This design comes from an exercise in tuning for small area, a short achievable clock period and few clock cycles per item on the open sky130 flow, not from production work.
At most, simulation tests tie the RTL to the original design; equivalence was not proved.
Power figures rest on the tool's default switching activity, not on a simulated workload.

==> flow/design.v <==
module sk_add #(parameter W = 8) (
    input  wire [W-1:0] a,
    input  wire [W-1:0] b,
    input  wire         ci,
    output wire [W-1:0] s
);
    localparam L = (W <= 2) ? 1 : (W <= 4) ? 2 : (W <= 8) ? 3 : (W <= 16) ? 4 :
                   (W <= 32) ? 5 : (W <= 64) ? 6 : (W <= 128) ? 7 : 8;
    wire [W-1:0] p0 = a ^ b;
    wire [W-1:0] g0 = a & b;
    wire [W-1:0] gl [0:L];
    wire [W-1:0] pl [0:L];
    assign gl[0] = {g0[W-1:1], g0[0] | (p0[0] & ci)};
    assign pl[0] = p0;
    genvar lv, i;
    generate
        for (lv = 0; lv < L; lv = lv + 1) begin : lvl
            for (i = 0; i < W; i = i + 1) begin : bx
                if (((i >> lv) & 1) == 1) begin : op
                    assign gl[lv+1][i] = gl[lv][i] | (pl[lv][i] & gl[lv][((i >> lv) << lv) - 1]);
                    assign pl[lv+1][i] = pl[lv][i] & pl[lv][((i >> lv) << lv) - 1];
                end else begin : pass
                    assign gl[lv+1][i] = gl[lv][i];
                    assign pl[lv+1][i] = pl[lv][i];
                end
            end
        end
    endgenerate
    wire [W-1:0] gc = gl[L];
    assign s = p0 ^ {gc[W-2:0], ci};
endmodule
module gate_fit (
    input  wire         clk,
    input  wire         rst,
    input  wire         in_valid,
    output wire         in_ready,
    input  wire [31:0]  n,
    input  wire [79:0]  t1,
    input  wire [111:0] t2,
    output reg          out_valid,
    output wire [63:0]  p,
    output wire [63:0]  a,
    output wire [63:0]  f
);
    reg        a_busy;           
    reg [5:0]  ca;               
    reg        a_done;           
    reg        b_busy;           
    reg [6:0]  cb;               
    reg        b_last;           
    wire b_free   = ~b_busy | b_last;
    wire handoff  = a_done & b_free;
    assign in_ready = ~a_busy | handoff;
    wire accept   = in_valid & in_ready;
    wire [5:0] ca_n = accept ? 6'd0 : ((a_busy & ~a_done) ? ca + 6'd1 : ca);
    wire [6:0] cb_n = handoff ? 7'd0 : (b_busy ? cb + 7'd1 : cb);
    reg fa_0;      
    reg fa_m;      
    reg fa_32;     
    reg fa_33;     
    reg fa_34;     
    reg fa_b;      
    reg fa_16;     
    reg fa_d;      
    reg fa_49;     
    reg fa_5;      
    reg fa_58;     
    reg fb_0;      
    reg fb_1;      
    reg fb_inc;    
    always @(posedge clk) begin
        if (rst) begin
            a_busy    <= 1'b0;
            ca        <= 6'd59;
            a_done    <= 1'b0;
            b_busy    <= 1'b0;
            cb        <= 7'd65;
            b_last    <= 1'b0;
            out_valid <= 1'b0;
            fa_0 <= 1'b0; fa_m <= 1'b0; fa_32 <= 1'b0; fa_33 <= 1'b0; fa_34 <= 1'b0; fa_b <= 1'b0;
            fa_16 <= 1'b0; fa_d <= 1'b0; fa_49 <= 1'b0; fa_5 <= 1'b0; fa_58 <= 1'b0;
            fb_0 <= 1'b0; fb_1 <= 1'b0; fb_inc <= 1'b0;
        end else begin
            if (accept)
                a_busy <= 1'b1;
            else if (handoff)
                a_busy <= 1'b0;
            ca     <= ca_n;
            a_done <= (accept | a_busy) & ~(handoff & ~accept) & (ca_n == 6'd59);
            if (handoff)
                b_busy <= 1'b1;
            else if (b_last)
                b_busy <= 1'b0;
            cb     <= cb_n;
            b_last <= (handoff | b_busy) & (cb_n == 7'd65);
            out_valid <= b_busy & ~handoff & (cb_n == 7'd65);
            fa_0  <= (ca_n == 6'd0);
            fa_m  <= (ca_n < 6'd32);
            fa_32 <= (ca_n == 6'd32);
            fa_33 <= (ca_n == 6'd33);
            fa_34 <= (ca_n == 6'd34);
            fa_b  <= (ca_n < 6'd17);
            fa_16 <= (ca_n == 6'd16);
            fa_d  <= (ca_n >= 6'd17) && (ca_n < 6'd49);
            fa_49 <= (ca_n == 6'd49);
            fa_5  <= (ca_n >= 6'd50) && (ca_n < 6'd58);
            fa_58 <= (ca_n == 6'd58);
            fb_0   <= (cb_n == 7'd0);
            fb_1   <= (cb_n == 7'd1);
            fb_inc <= (cb_n == 7'd64);
        end
    end
    reg [31:0]  n_fix;           
    reg [31:0]  n_rot;           
    reg [33:0]  n_bth;           
    reg         bth_prev;        
    reg         brw_m;           
    reg         brw_d;           
    reg [35:0]  acc0;            
    reg [33:0]  low0;
    reg [65:0]  acc1;            
    reg [31:0]  low1;
    reg [104:0] acc_m;           
    reg [107:0] t1sh;            
    reg [115:0] xf;              
    wire [64:0]  e_val = {acc0[30:0], low0};
    wire [62:0]  c2    = e_val[64:1];
    wire [96:0]  d_val = {acc1[64:0], low1};
    wire bit_n   = n_rot[0];
    wire bit_nm  = bit_n ^ brw_m;            
    wire bit_d0  = n_rot[15];                
    wire bit_nd  = bit_d0 ^ brw_d;           
    wire b1 = n_bth[1], b0 = n_bth[0];
    wire bth_neg = b1 & ~(b0 & bth_prev);
    wire bth_two = (b1 & ~b0 & ~bth_prev) | (~b1 & b0 & bth_prev);
    wire bth_one = b0 ^ bth_prev;
    wire [35:0] nmul = bth_two ? {3'b0, n_fix, 1'b0} : (bth_one ? {4'b0, n_fix} : 36'd0);
    wire [35:0] acc0_sum;
    sk_add #(36) u_add0 (.a(acc0), .b(nmul ^ {36{bth_neg}}), .ci(bth_neg), .s(acc0_sum));
    wire [65:0] acc1_sum;
    sk_add #(66) u_add1 (.a(acc1), .b({1'b0, e_val} & {66{bit_nd}}), .ci(1'b0), .s(acc1_sum));
    wire [104:0] m_op = ({105{fa_m}} & ~(t1sh[104:0] & {105{bit_nm}})) |
                        ({105{fa_33}} & {acc_m[103:0], 1'b0});
    wire [104:0] acc_m_sum;
    sk_add #(105) u_addm (.a(acc_m), .b(m_op), .ci(fa_m), .s(acc_m_sum));
    wire [107:0] w_val = {1'b0, c2, 1'b0, c2[62:20]};
    wire [115:0] xf_op = ({116{fa_0}}  & {7'd0, t1sh, 1'b0}) |
                         ({116{fa_32}} & ~{9'd0, acc_m, 2'b0}) |
                         ({116{fa_33}} & {8'd0, w_val}) |
                         ({116{fa_5}}  & {xf[113:0], 2'b0}) |
                         ({116{fa_58}} & {57'd0, acc_m[104:46]});
    wire [115:0] xf_sum;
    sk_add #(116) u_addf (.a(xf), .b(xf_op), .ci(fa_32), .s(xf_sum));
    always @(posedge clk) begin
        n_rot    <= accept ? n : {n_rot[0], n_rot[31:1]};
        n_bth    <= accept ? {2'b0, n} : {2'b0, n_bth[33:2]};
        bth_prev <= accept ? 1'b0 : n_bth[1];
        brw_m    <= accept ? 1'b1 : (brw_m & ~bit_n);
        brw_d    <= fa_16 ? 1'b1 : (brw_d & ~bit_d0);
        acc_m    <= accept ? {t2[103:0], 1'b0} : acc_m_sum;
        xf       <= accept ? {10'd0, t2[104:0], 1'b0} : (fa_49 ? {19'd0, d_val} : xf_sum);
        if (accept)
            t1sh <= {35'd0, t1[72:0]};
        else if (fa_m)
            t1sh <= {t1sh[106:0], 1'b0};
        else if (fa_34)
            t1sh <= xf[107:0];
        if (accept)
            n_fix <= n;
        if (accept) begin
            acc0 <= {4'b0, n};
        end else if (fa_b) begin
            acc0 <= {{2{acc0_sum[35]}}, acc0_sum[35:2]};
            low0 <= {acc0_sum[1:0], low0[33:2]};
        end
        if (accept) begin
            acc1 <= 66'd0;
        end else if (fa_d) begin
            acc1 <= {1'b0, acc1_sum[65:1]};
            low1 <= {acc1_sum[0], low1[31:1]};
        end
    end
    wire nlt2 = (n_fix[31:1] == 31'd0);
    wire mz   = (acc_m == 105'd0);
    reg        z_all;            
    reg        z_f;              
    reg        ovf;              
    reg [95:0]  dp;
    reg [96:0]  rp;
    reg [63:0]  lp;
    reg         qp;
    wire [96:0] sp;
    sk_add #(97) u_divp (.a({rp[95:0], lp[63]}), .b({1'b0, dp} ^ {97{qp}}), .ci(qp), .s(sp));
    wire        qp_raw = ~sp[96];
    wire [63:0] lp_inc;
    sk_add #(64) u_incp (.a({1'b0, lp[63:1]}), .b(64'd0), .ci(lp[0]), .s(lp_inc));
    reg [65:0]  da;
    reg [66:0]  ra;
    reg [64:0]  la;
    reg         qa;
    wire [66:0] sa;
    sk_add #(67) u_diva (.a({ra[65:0], la[64]}), .b({1'b0, da} ^ {67{qa}}), .ci(qa), .s(sa));
    wire        qa_raw = ~sa[66];
    reg [105:0] df;
    reg [106:0] rf;
    reg [64:0]  lf;
    reg         qf;
    wire [106:0] sf;
    sk_add #(107) u_divf (.a({rf[105:0], lf[64]}), .b({1'b0, df} ^ {107{qf}}), .ci(qf), .s(sf));
    wire        qf_raw = ~sf[106];
    wire qp_bit = qp_raw & ~z_all;
    wire qa_bit = z_all ? fb_1 : qa_raw;
    wire qf_bit = (qf_raw | (ovf & ~fb_0)) & ~z_f;
    always @(posedge clk) begin
        if (handoff) begin
            z_all <= nlt2;
            z_f   <= nlt2 | mz;
            dp    <= d_val[95:0];
            da    <= {e_val, 1'b0};
            df    <= {acc_m, 1'b0};
        end
        ovf <= fb_0 ? qf_raw : ovf;
        rp <= handoff ? {34'd0, acc_m[104:42]} : sp;
        lp <= handoff ? {acc_m[41:0], 22'd0} : (fb_inc ? lp_inc : {lp[62:0], qp_bit});
        qp <= handoff | qp_raw;
        ra <= handoff ? {3'b0, t1sh[107:44]} : sa;
        la <= handoff ? {t1sh[43:0], e_val[20:0]} : {la[63:0], qa_bit};
        qa <= handoff | qa_raw;
        rf <= handoff ? {10'd0, xf[115:19]} : sf;
        lf <= handoff ? {xf[18:0], acc_m[45:0]} : {lf[63:0], qf_bit};
        qf <= handoff | qf_raw;
    end
    assign p = lp;
    assign a = {~la[63], la[62:0]};
    assign f = lf[63:0];
endmodule
clock: 10.0 ns
lec_check: 0
cap_margin: 20
core_margin: 2
core_utilization: 50
cts_cluster_diameter: 100
cts_cluster_size: 25
place_density: 0.65
setup_slack_margin: 5
slew_margin: 20
run.sh (not shown) runs the stock make flow with config.mk's settings and CLKGATE_MAP_FILE= SYNTH_SCRIPT=/design/flow/synth_recipe.tcl, a recipe that flattens the netlist after the stock synthesis.
Testbench counts at the start, summed over its fixed seeds: cycles 13,160, items 192.
Change:
--- a/flow/design.v
+++ b/flow/design.v
@@ -128,7 +128,6 @@
     wire [96:0]  d_val = {acc1[64:0], low1};
     wire bit_n   = n_rot[0];
-    wire bit_nm  = bit_n ^ brw_m;            
     wire bit_d0  = n_rot[15];                
-    wire bit_nd  = bit_d0 ^ brw_d;           
+    reg  bm_p, bm_n, bd_p, bd_n;
     wire b1 = n_bth[1], b0 = n_bth[0];
     wire bth_neg = b1 & ~(b0 & bth_prev);
@@ -139,6 +138,6 @@
     sk_add #(36) u_add0 (.a(acc0), .b(nmul ^ {36{bth_neg}}), .ci(bth_neg), .s(acc0_sum));
     wire [65:0] acc1_sum;
-    sk_add #(66) u_add1 (.a(acc1), .b({1'b0, e_val} & {66{bit_nd}}), .ci(1'b0), .s(acc1_sum));
-    wire [104:0] m_op = ({105{fa_m}} & ~(t1sh[104:0] & {105{bit_nm}})) |
+    sk_add #(66) u_add1 (.a(acc1), .b({1'b0, e_val[64:32] & {33{~bd_n}}, e_val[31:0] & {32{bd_p}}}), .ci(1'b0), .s(acc1_sum));
+    wire [104:0] m_op = ({105{fa_m}} & ~{t1sh[104:52] & {53{~bm_n}}, t1sh[51:0] & {52{bm_p}}}) |
                         ({105{fa_33}} & {acc_m[103:0], 1'b0});
     wire [104:0] acc_m_sum;
@@ -158,4 +157,8 @@
         brw_m    <= accept ? 1'b1 : (brw_m & ~bit_n);
         brw_d    <= fa_16 ? 1'b1 : (brw_d & ~bit_d0);
+        bm_p     <= accept ? ~n[0] : (n_rot[1] ^ (brw_m & ~bit_n));
+        bm_n     <= accept ? n[0] : ~(n_rot[1] ^ (brw_m & ~bit_n));
+        bd_p     <= fa_16 ? ~n_rot[16] : (n_rot[16] ^ (brw_d & ~bit_d0));
+        bd_n     <= fa_16 ? n_rot[16] : ~(n_rot[16] ^ (brw_d & ~bit_d0));
         acc_m    <= accept ? {t2[103:0], 1'b0} : acc_m_sum;
         xf       <= accept ? {10'd0, t2[104:0], 1'b0} : (fa_49 ? {19'd0, d_val} : xf_sum);
@@ -191,5 +194,6 @@
     reg         qp;
     wire [96:0] sp;
-    sk_add #(97) u_divp (.a({rp[95:0], lp[63]}), .b({1'b0, dp} ^ {97{qp}}), .ci(qp), .s(sp));
+    wire [96:0] op_p = {{1'b0, dp[95:48]} ^ {49{~rp[96]}}, dp[47:0] ^ {48{qp}}};
+    sk_add #(97) u_divp (.a({rp[95:0], lp[63]}), .b(op_p), .ci(qp), .s(sp));
     wire        qp_raw = ~sp[96];
     wire [63:0] lp_inc;
@@ -200,5 +204,6 @@
     reg         qa;
     wire [66:0] sa;
-    sk_add #(67) u_diva (.a({ra[65:0], la[64]}), .b({1'b0, da} ^ {67{qa}}), .ci(qa), .s(sa));
+    wire [66:0] op_a = {{1'b0, da[65:33]} ^ {34{~ra[66]}}, da[32:0] ^ {33{qa}}};
+    sk_add #(67) u_diva (.a({ra[65:0], la[64]}), .b(op_a), .ci(qa), .s(sa));
     wire        qa_raw = ~sa[66];
     reg [105:0] df;
@@ -207,5 +212,6 @@
     reg         qf;
     wire [106:0] sf;
-    sk_add #(107) u_divf (.a({rf[105:0], lf[64]}), .b({1'b0, df} ^ {107{qf}}), .ci(qf), .s(sf));
+    wire [106:0] op_f = {{1'b0, df[105:53]} ^ {54{~rf[106]}}, df[52:0] ^ {53{qf}}};
+    sk_add #(107) u_divf (.a({rf[105:0], lf[64]}), .b(op_f), .ci(qf), .s(sf));
     wire        qf_raw = ~sf[106];
     wire qp_bit = qp_raw & ~z_all;
After rerunning:
- utilization decreases by 0.28 points
- routed wire length increases slightly
- count of clock-buffer cells in the layout increases by 2
- setup slack gets worse by 0.049 ns
- power is about the same
- cell count decreases slightly
- non-clock buffer count decreases by 24
- register-to-register slack gets worse by 0.05 ns
- first-iteration DRC count increases by a few percent
- worst hold slack stays flat
For the second run of this note, only the layout was checked, not whether the RTL still works.

==> afterwards: timing with drivers on the ports <==
No port has a modelled driver above. Below, the same layouts with a new extraction and two added sets of constraints. Step 1 assumes that a clkbuf_16 drives the clock port and a buf_2 every other input. Step 2 adds t to the input delays and takes it off the output delays; t is the mean of the earliest and latest rising clock arrival at the registers after step 1. Input paths then give back, and output paths get back, about the clock's delay inside the block. a / b / c = ideal / step 1 / step 2; a / b = the first two.
| run | t, ns | setup slack, ns | worst hold slack (ns) | worst register clock-pin slew, ns | pins driven straight from the clock port |
|---|---|---|---|---|---|
| the first run | 0.801 | 5.009 / 5.009 / 4.429 | 0.410 / 0.410 / 0.410 | 0.11 / 0.11 | 1 |
| the second run | 0.804 | 4.960 / 4.960 / 4.312 | 0.410 / 0.410 / 0.410 | 0.12 / 0.12 | 1 |
After both steps setup and hold are still met in every run listed. The setup slack of the second run, which loses most, moves by 0.000 ns with the drivers and by -0.648 ns with both steps.
